What follows belongs to an exercise in optimizing a design on an open flow for small area and a short achievable clock period; a production flow would make more cautious choices.
Only simulation tests tie the RTL to the original design; equivalence was not proved.

==> run R: inputs <==
==> flow/design.v <==
module fp_add64 (
    input  wire        clk,
    input  wire        rst,
    input  wire        in_valid,
    input  wire [63:0] a,
    input  wire [63:0] b,
    input  wire        sub,       
    input  wire [2:0]  rm,        
    output reg         out_valid,
    output reg  [63:0] result,
    output reg  [4:0]  flags      
);
    localparam [2:0] RNE = 3'b001;
    localparam [2:0] RUP = 3'b011;
    localparam [2:0] RDN = 3'b100;
    localparam [2:0] RNA = 3'b101;
    wire        sa   = a[63];
    wire        sb   = b[63] ^ sub;
    wire [10:0] ea   = a[62:52];
    wire [10:0] eb   = b[62:52];
    wire [51:0] fa   = a[51:0];
    wire [51:0] fb   = b[51:0];
    wire ea_z   = (ea == 11'd0);
    wire eb_z   = (eb == 11'd0);
    wire ea_m   = (ea == 11'h7FF);
    wire eb_m   = (eb == 11'h7FF);
    wire fa_z   = (fa == 52'd0);
    wire fb_z   = (fb == 52'd0);
    wire a_nan  = ea_m & ~fa_z;
    wire b_nan  = eb_m & ~fb_z;
    wire a_inf  = ea_m & fa_z;
    wire b_inf  = eb_m & fb_z;
    wire esub   = sa ^ sb;
    wire sp_nan = a_nan | b_nan | (a_inf & b_inf & esub);
    wire sp_inf = ~sp_nan & (a_inf | b_inf);
    wire sp_iv  = (a_nan & ~fa[51]) | (b_nan & ~fb[51]) |
                  (~a_nan & ~b_nan & a_inf & b_inf & esub);
    wire        x1   = ea_z ^ eb_z;
    wire [11:0] d_ab, d_ba;
    pfx_add_lc #(.N(11)) u_dab (.a(ea), .b(~eb), .ci(~x1), .s(d_ab[10:0]));
    pfx_add_lc #(.N(11)) u_dba (.a(eb), .b(~ea), .ci(~x1), .s(d_ba[10:0]));
    assign d_ab[11] = 1'b0;
    assign d_ba[11] = 1'b0;
    wire        e_lt = (ea < eb);
    wire        e_eq = (ea == eb);
    wire [10:0] ediff = e_lt ? d_ba[10:0] : d_ab[10:0];
    wire        f_lt  = (fa < fb);
    wire        a_eq  = (a[62:0] == b[62:0]);
    wire        b_big = e_lt | (e_eq & f_lt);
    wire zres  = a_eq & (esub | (ea_z & fa_z));
    wire sl    = b_big ? sb : sa;
    wire sgn   = zres ? (esub ? (rm == RDN) : sa) : sl;
    wire [2:0] rmc = {(rm == RNE) | (rm == RNA), (rm == RNA) | (rm == RUP), rm == RDN};
    wire [52:0] ms_s = b_big ? {~ea_z, fa} : {~eb_z, fb};
    wire [1:0]  p_ab = ea[1:0] - eb[1:0] - {1'b0, x1};
    wire [1:0]  p_ba = eb[1:0] - ea[1:0] - {1'b0, x1};
    wire [1:0]  psh  = e_lt ? p_ba : p_ab;
    reg         v1;
    reg         spn1, spi1, spv1;
    reg  [2:0]  rmc1;
    reg         sg1;
    reg         esub1;
    reg  [10:0] el1;
    reg  [52:0] ml1;
    reg  [55:0] ms1;         
    reg  [5:2]  dsh1;
    always @(posedge clk) begin
        if (rst) v1 <= 1'b0;
        else     v1 <= in_valid;
        spn1  <= sp_nan;
        spi1  <= sp_inf;
        spv1  <= sp_iv;
        rmc1  <= rmc;
        sg1   <= sgn;
        esub1 <= esub;
        el1   <= zres ? 11'd1 : e_lt ? {eb[10:1], eb[0] | eb_z} : {ea[10:1], ea[0] | ea_z};
        ml1   <= b_big ? {~eb_z, fb} : {~ea_z, fa};
        ms1   <= {ms_s, 3'b000} >> psh;
        dsh1  <= (ediff[10:6] != 5'd0) ? 4'hF : ediff[5:2];
    end
    wire [55:0] s_sh  = ms1 >> {dsh1, 2'b00};
    reg  [55:0] lost;
    integer j;
    always @* begin
        for (j = 0; j < 56; j = j + 1)
            lost[j] = (j < {dsh1, 2'b00});
    end
    wire        s_stk = |(ms1 & lost);
    wire [55:0] s_ext = {s_sh[55:1], s_sh[0] | s_stk};
    wire [53:0] opl   = {1'b0, ml1} ^ {54{esub1}};
    wire [53:0] ops   = {1'b0, s_ext[55:3]};
    wire        c3in  = esub1 & (s_ext[2:0] != 3'd0);
    wire [2:0]  lo2   = s_ext[2:0] - {2'd0, esub1};
    wire [53:0] hi2;
    pfx_add_lc #(.N(54)) u_add (.a(opl), .b(ops), .ci(c3in), .s(hi2));
    wire [56:0] sum2  = {hi2, lo2};
    wire [1:0]  rmd1  = {rmc1[2], rmc1[2] ? rmc1[1] : (rmc1[1] & ~sg1) | (rmc1[0] & sg1)};
    reg         v2;
    reg         spn2, spi2, spv2;
    reg  [1:0]  rmd2;
    reg         sg2;
    reg  [10:0] el2;
    reg  [56:0] sum_r2;
    reg         neg_r2;
    always @(posedge clk) begin
        if (rst) v2 <= 1'b0;
        else     v2 <= v1;
        spn2   <= spn1;
        spi2   <= spi1;
        spv2   <= spv1;
        rmd2   <= rmd1;
        sg2    <= sg1;
        el2    <= el1;
        sum_r2 <= sum2;
        neg_r2 <= esub1;
    end
    wire [56:0] sm3 = sum_r2 ^ {57{neg_r2}};
    reg  [56:0] mark3;
    integer k;
    always @* begin
        for (k = 0; k < 57; k = k + 1)
            mark3[k] = ({1'b0, el2} == 12'd56 - k);
    end
    wire [5:0]  lz3;
    lzc64 u_lzc (.x({sm3 | mark3, 7'h7F}), .z(lz3));
    wire [56:0] shl3  = sm3 << lz3;
    wire [11:0] em3   = {1'b0, el2} - {6'd0, lz3};
    reg         v3;
    reg         spn3, spi3, spv3;
    reg  [1:0]  rmd3;
    reg         sg3;
    reg  [11:0] em_r3;
    reg  [54:0] nrm_r3;      
    always @(posedge clk) begin
        if (rst) v3 <= 1'b0;
        else     v3 <= v2;
        spn3   <= spn2;
        spi3   <= spi2;
        spv3   <= spv2;
        rmd3   <= rmd2;
        sg3    <= sg2;
        em_r3  <= em3;
        nrm_r3 <= {shl3[56:3], |shl3[2:0]};
    end
    wire        h4   = nrm_r3[54];
    wire [51:0] fr4  = nrm_r3[53:2];
    wire        g4   = nrm_r3[1];
    wire        st4  = nrm_r3[0];
    wire        inx4 = g4 | st4;
    wire        up4  = rmd3[1] ? (g4 & (st4 | fr4[0] | rmd3[0])) : (rmd3[0] & inx4);
    reg  [51:0] pa4;             
    integer l4, i4;
    always @* begin
        pa4 = fr4;
        for (l4 = 1; l4 < 52; l4 = l4 * 2)
            for (i4 = 0; i4 < 52; i4 = i4 + 1)
                if ((i4 / l4) % 2 == 1)
                    pa4[i4] = pa4[i4] & pa4[(i4 / l4) * l4 - 1];
    end
    wire [51:0] frr4 = fr4 ^ ({pa4[50:0], 1'b1} & {52{up4}});
    wire        c4   = up4 & pa4[51];
    wire [11:0] ex04 = em_r3 + {11'd0, h4};
    wire [11:0] ex14 = em_r3 + {10'd0, h4, ~h4};
    wire        ov04 = ex04[11] | (ex04[10:0] == 11'h7FF);
    wire        ov14 = ex14[11] | (ex14[10:0] == 11'h7FF);
    wire [10:0] ex4  = c4 ? ex14[10:0] : ex04[10:0];
    wire        ovf4 = c4 ? ov14 : ov04;
    wire        ovf_inf4 = rmd3[1] | rmd3[0];
    reg  [63:0] res4;
    reg  [4:0]  fl4;
    always @* begin
        fl4 = 5'd0;
        if (spn3) begin
            res4   = 64'h7FF8_0000_0000_0000;
            fl4[0] = spv3;
        end else if (spi3) begin
            res4   = {sg3, 11'h7FF, 52'd0};
        end else if (ovf4) begin
            res4   = ovf_inf4 ? {sg3, 11'h7FF, 52'd0} : {sg3, 11'h7FE, {52{1'b1}}};
            fl4[2] = 1'b1;
            fl4[4] = 1'b1;
        end else begin
            res4   = {sg3, ex4, frr4};
            fl4[4] = inx4;
        end
    end
    always @(posedge clk) begin
        if (rst) out_valid <= 1'b0;
        else     out_valid <= v3;
        result <= res4;
        flags  <= fl4;
    end
endmodule
module pfx_add #(parameter N = 57) (
    input  wire [N-1:0] a,
    input  wire [N-1:0] b,
    input  wire         ci,
    output wire [N-1:0] s
);
    reg [N:0] g, p;
    integer l, i;
    always @* begin
        g = {a & b, ci};
        p = {a ^ b, 1'b0};
        for (l = 1; l <= N; l = l * 2)
            for (i = 0; i <= N; i = i + 1)
                if ((i / l) % 2 == 1) begin
                    g[i] = g[i] | (p[i] & g[(i / l) * l - 1]);
                    p[i] = p[i] & p[(i / l) * l - 1];
                end
    end
    assign s = (a ^ b) ^ g[N-1:0];
endmodule
module pfx_add_lc #(parameter N = 11) (
    input  wire [N-1:0] a,
    input  wire [N-1:0] b,
    input  wire         ci,
    output wire [N-1:0] s
);
    reg [N-1:0] g, p;
    integer l, i;
    always @* begin
        g = a & b;
        p = a ^ b;
        for (l = 1; l < N; l = l * 2)
            for (i = 0; i < N; i = i + 1)
                if ((i / l) % 2 == 1) begin
                    g[i] = g[i] | (p[i] & g[(i / l) * l - 1]);
                    p[i] = p[i] & p[(i / l) * l - 1];
                end
    end
    wire [N-1:0] c = {g[N-2:0] | (p[N-2:0] & {(N-1){ci}}), ci};
    assign s = (a ^ b) ^ c;
endmodule
module lzc64 (
    input  wire [63:0] x,
    output wire [5:0]  z
);
    wire [1:0]  c4 [0:15];
    wire [15:0] v4;
    genvar n;
    generate
        for (n = 0; n < 16; n = n + 1) begin : nib
            wire [3:0] q = x[4*n+3:4*n];
            assign v4[n] = |q;
            assign c4[n] = q[3] ? 2'd0 : q[2] ? 2'd1 : q[1] ? 2'd2 : 2'd3;
        end
    endgenerate
    wire [2:0] c8  [0:7];
    wire [7:0] v8;
    generate
        for (n = 0; n < 8; n = n + 1) begin : oct
            assign v8[n] = v4[2*n+1] | v4[2*n];
            assign c8[n] = v4[2*n+1] ? {1'b0, c4[2*n+1]} : {1'b1, c4[2*n]};
        end
    endgenerate
    wire [3:0] c16 [0:3];
    wire [3:0] v16;
    generate
        for (n = 0; n < 4; n = n + 1) begin : hex
            assign v16[n] = v8[2*n+1] | v8[2*n];
            assign c16[n] = v8[2*n+1] ? {1'b0, c8[2*n+1]} : {1'b1, c8[2*n]};
        end
    endgenerate
    wire [4:0] c32 [0:1];
    wire [1:0] v32;
    generate
        for (n = 0; n < 2; n = n + 1) begin : h32
            assign v32[n] = v16[2*n+1] | v16[2*n];
            assign c32[n] = v16[2*n+1] ? {1'b0, c16[2*n+1]} : {1'b1, c16[2*n]};
        end
    endgenerate
    assign z = v32[1] ? {1'b0, c32[1]} : {1'b1, c32[0]};
endmodule
==> flow/flow/run.sh <==
#!/bin/bash
# The standard layout (the standard.sh, unchanged synthesis and steps),
# except that the port buffers are plain sky130_fd_sc_hd__buf_2 cells instead
# of the delay cells buffer_ports picks by default. Every input and output
# port still gets its own buffer. The full make output goes to
# standard_flow.log; each ORFS step keeps its own log under orfs/logs/.
set -euo pipefail
bash standard.sh "BUFFER_PORTS_ARGS=-buffer_cell sky130_fd_sc_hd__buf_2" finish > standard_flow.log 2>&1
==> flow/standard.sh <==
#!/bin/bash
# synth_recipe.tcl (not shown) runs the flow's synth.tcl, then flattens the netlist and writes it again
# the make line also repeats each setting of config.mk as NAME=value (left out here)
make -C /OpenROAD-flow-scripts/flow DESIGN_CONFIG=/design/flow/config.mk WORK_HOME=/design/flow/orfs CLKGATE_MAP_FILE= SYNTH_SCRIPT=/design/flow/synth_recipe.tcl "${@:-finish}"
==> flow/config.mk <==
export PLATFORM = sky130hd
export DESIGN_NAME = fp_add64
export DESIGN_NICKNAME = fp_add64
export VERILOG_FILES = /design/flow/design.v
export SDC_FILE = /design/flow/constraint.sdc
export NUM_CORES = 4
export LEC_CHECK = 0
export ABC_AREA = 1
export CAP_MARGIN = 20
export CORE_MARGIN = 2
export CORE_UTILIZATION = 50
export SETUP_SLACK_MARGIN = 4.0
export SLEW_MARGIN = 20
==> flow/constraint.sdc <==
create_clock -name core_clock -period 8.0 [get_ports {clk}]
set_input_delay 1.6000 -clock core_clock [delete_from_list [all_inputs] [get_ports {clk}]]
set_output_delay 1.6000 -clock core_clock [all_outputs]
set_load 0.01 [all_outputs]
==> run K: changes against run R <==
--- a/flow/design.v
+++ b/flow/design.v
@@ -45,4 +45,5 @@
     wire        e_eq = (ea == eb);
     wire [10:0] ediff = e_lt ? d_ba[10:0] : d_ab[10:0];
+    wire [5:0]  dsh   = (ediff[10:6] != 5'd0) ? 6'd63 : ediff[5:0];
     wire        f_lt  = (fa < fb);
     wire        a_eq  = (a[62:0] == b[62:0]);
@@ -52,17 +53,13 @@
     wire sgn   = zres ? (esub ? (rm == RDN) : sa) : sl;
     wire [2:0] rmc = {(rm == RNE) | (rm == RNA), (rm == RNA) | (rm == RUP), rm == RDN};
-    wire [52:0] ms_s = b_big ? {~ea_z, fa} : {~eb_z, fb};
-    wire [1:0]  p_ab = ea[1:0] - eb[1:0] - {1'b0, x1};
-    wire [1:0]  p_ba = eb[1:0] - ea[1:0] - {1'b0, x1};
-    wire [1:0]  psh  = e_lt ? p_ba : p_ab;
     reg         v1;
     reg         spn1, spi1, spv1;
     reg  [2:0]  rmc1;
     reg         sg1;
-    reg         esub1;
+    reg         invl1, invs1;    
     reg  [10:0] el1;
     reg  [52:0] ml1;
-    reg  [55:0] ms1;         
-    reg  [5:2]  dsh1;
+    reg  [52:0] ms1;
+    reg  [5:0]  dsh1;
     always @(posedge clk) begin
         if (rst) v1 <= 1'b0;
@@ -73,27 +70,24 @@
         rmc1  <= rmc;
         sg1   <= sgn;
-        esub1 <= esub;
+        invl1 <= esub & e_eq & f_lt;
+        invs1 <= esub & ~(e_eq & f_lt);
         el1   <= zres ? 11'd1 : e_lt ? {eb[10:1], eb[0] | eb_z} : {ea[10:1], ea[0] | ea_z};
-        ml1   <= b_big ? {~eb_z, fb} : {~ea_z, fa};
-        ms1   <= {ms_s, 3'b000} >> psh;
-        dsh1  <= (ediff[10:6] != 5'd0) ? 4'hF : ediff[5:2];
-    end
-    wire [55:0] s_sh  = ms1 >> {dsh1, 2'b00};
-    reg  [55:0] lost;
+        ml1   <= e_lt ? {~eb_z, fb} : {~ea_z, fa};
+        ms1   <= e_lt ? {~ea_z, fa} : {~eb_z, fb};
+        dsh1  <= dsh;
+    end
+    wire [55:0] s_sh  = {ms1, 3'b000} >> dsh1;
+    reg  [52:0] lost;
     integer j;
     always @* begin
-        for (j = 0; j < 56; j = j + 1)
-            lost[j] = (j < {dsh1, 2'b00});
+        for (j = 0; j < 53; j = j + 1)
+            lost[j] = (j + 3 < dsh1);
     end
     wire        s_stk = |(ms1 & lost);
-    wire [55:0] s_ext = {s_sh[55:1], s_sh[0] | s_stk};
-    wire [53:0] opl   = {1'b0, ml1} ^ {54{esub1}};
-    wire [53:0] ops   = {1'b0, s_ext[55:3]};
-    wire        c3in  = esub1 & (s_ext[2:0] != 3'd0);
-    wire [2:0]  lo2   = s_ext[2:0] - {2'd0, esub1};
-    wire [53:0] hi2;
-    pfx_add_lc #(.N(54)) u_add (.a(opl), .b(ops), .ci(c3in), .s(hi2));
-    wire [56:0] sum2  = {hi2, lo2};
-    wire [1:0]  rmd1  = {rmc1[2], rmc1[2] ? rmc1[1] : (rmc1[1] & ~sg1) | (rmc1[0] & sg1)};
+    wire [56:0] opl   = {1'b0, ml1, 3'b000} ^ {57{invl1}};
+    wire [56:0] ops   = {1'b0, s_sh[55:1], s_sh[0] | s_stk} ^ {57{invs1}};
+    wire [56:0] sum2;
+    wire [1:0]  rmd1 = {rmc1[2], rmc1[2] ? rmc1[1] : (rmc1[1] & ~sg1) | (rmc1[0] & sg1)};
+    pfx_add #(.N(57)) u_add (.a(opl), .b(ops), .ci(invl1 | invs1), .s(sum2));
     reg         v2;
     reg         spn2, spi2, spv2;
@@ -102,5 +96,4 @@
     reg  [10:0] el2;
     reg  [56:0] sum_r2;
-    reg         neg_r2;
     always @(posedge clk) begin
         if (rst) v2 <= 1'b0;
@@ -113,7 +106,5 @@
         el2    <= el1;
         sum_r2 <= sum2;
-        neg_r2 <= esub1;
-    end
-    wire [56:0] sm3 = sum_r2 ^ {57{neg_r2}};
+    end
     reg  [56:0] mark3;
     integer k;
@@ -123,6 +114,6 @@
     end
     wire [5:0]  lz3;
-    lzc64 u_lzc (.x({sm3 | mark3, 7'h7F}), .z(lz3));
-    wire [56:0] shl3  = sm3 << lz3;
+    lzc64 u_lzc (.x({sum_r2 | mark3, 7'h7F}), .z(lz3));
+    wire [56:0] shl3  = sum_r2 << lz3;
     wire [11:0] em3   = {1'b0, el2} - {6'd0, lz3};
     reg         v3;
==> flow/run.sh (new file) <==
#!/bin/bash
# synth_recipe.tcl (not shown) runs the flow's synth.tcl, then flattens the netlist and writes it again
# the make line also repeats each setting of config.mk as NAME=value (left out here)
make -C /OpenROAD-flow-scripts/flow DESIGN_CONFIG=/design/flow/config.mk WORK_HOME=/design/flow/orfs CLKGATE_MAP_FILE= SYNTH_SCRIPT=/design/flow/synth_recipe.tcl finish
--- a/flow/config.mk
+++ b/flow/config.mk
@@ -6,8 +6,7 @@
 export NUM_CORES = 4
 export LEC_CHECK = 0
-export ABC_AREA = 1
 export CAP_MARGIN = 20
 export CORE_MARGIN = 2
-export CORE_UTILIZATION = 50
-export SETUP_SLACK_MARGIN = 4.0
+export CORE_UTILIZATION = 40
+export SETUP_SLACK_MARGIN = 1.5
 export SLEW_MARGIN = 20
removed: flow/flow/run.sh
removed: flow/standard.sh
==> summary of the runs <==
Between run K and run R, the lower global-route usage is in run K (gap 4.7 points).
Critical path depth: run R is lower than run K (13).
Against run K, the first-iteration DRC count of run R is larger by 45%.
Non-clock buffer count: run R is higher than run K (48).

## port drivers added, routing unchanged
The results above use ideal ports. As a check the final layouts listed here were re-extracted and re-timed, cells and wires unchanged.
Step 1 (the two cells are an assumption about what drives the block):
set clk [get_ports {clk}]
set_driving_cell -lib_cell sky130_fd_sc_hd__clkbuf_16 $clk
set_driving_cell -lib_cell sky130_fd_sc_hd__buf_2 [delete_from_list [all_inputs] $clk]
Step 2 times the ports against the registers' clock, not the clock port: input delays grow and output delays shrink by t, the midpoint of the rising clock arrivals with the driver on.
Three values: ideal, step 1, step 2; two values: the first two.
| run | t (ns) | setup slack, ns | latest minus earliest clock arrival (ns) | worst slew at a driven data input, ns | pins driven straight from the clock port |
|---|---|---|---|---|---|
| run R | 0.617 | 4.016 / 4.053 / 3.436 | 0.029 / 0.029 | 0.08 | 1 |
| run K | 0.627 | 1.870 / 1.870 / 1.863 | 0.039 / 0.039 | 0.08 | 1 |
After both steps setup and hold are still met in every run listed. For run R, which loses most, drivers alone change the setup slack by +0.037 ns; drivers and shift together by -0.580 ns.
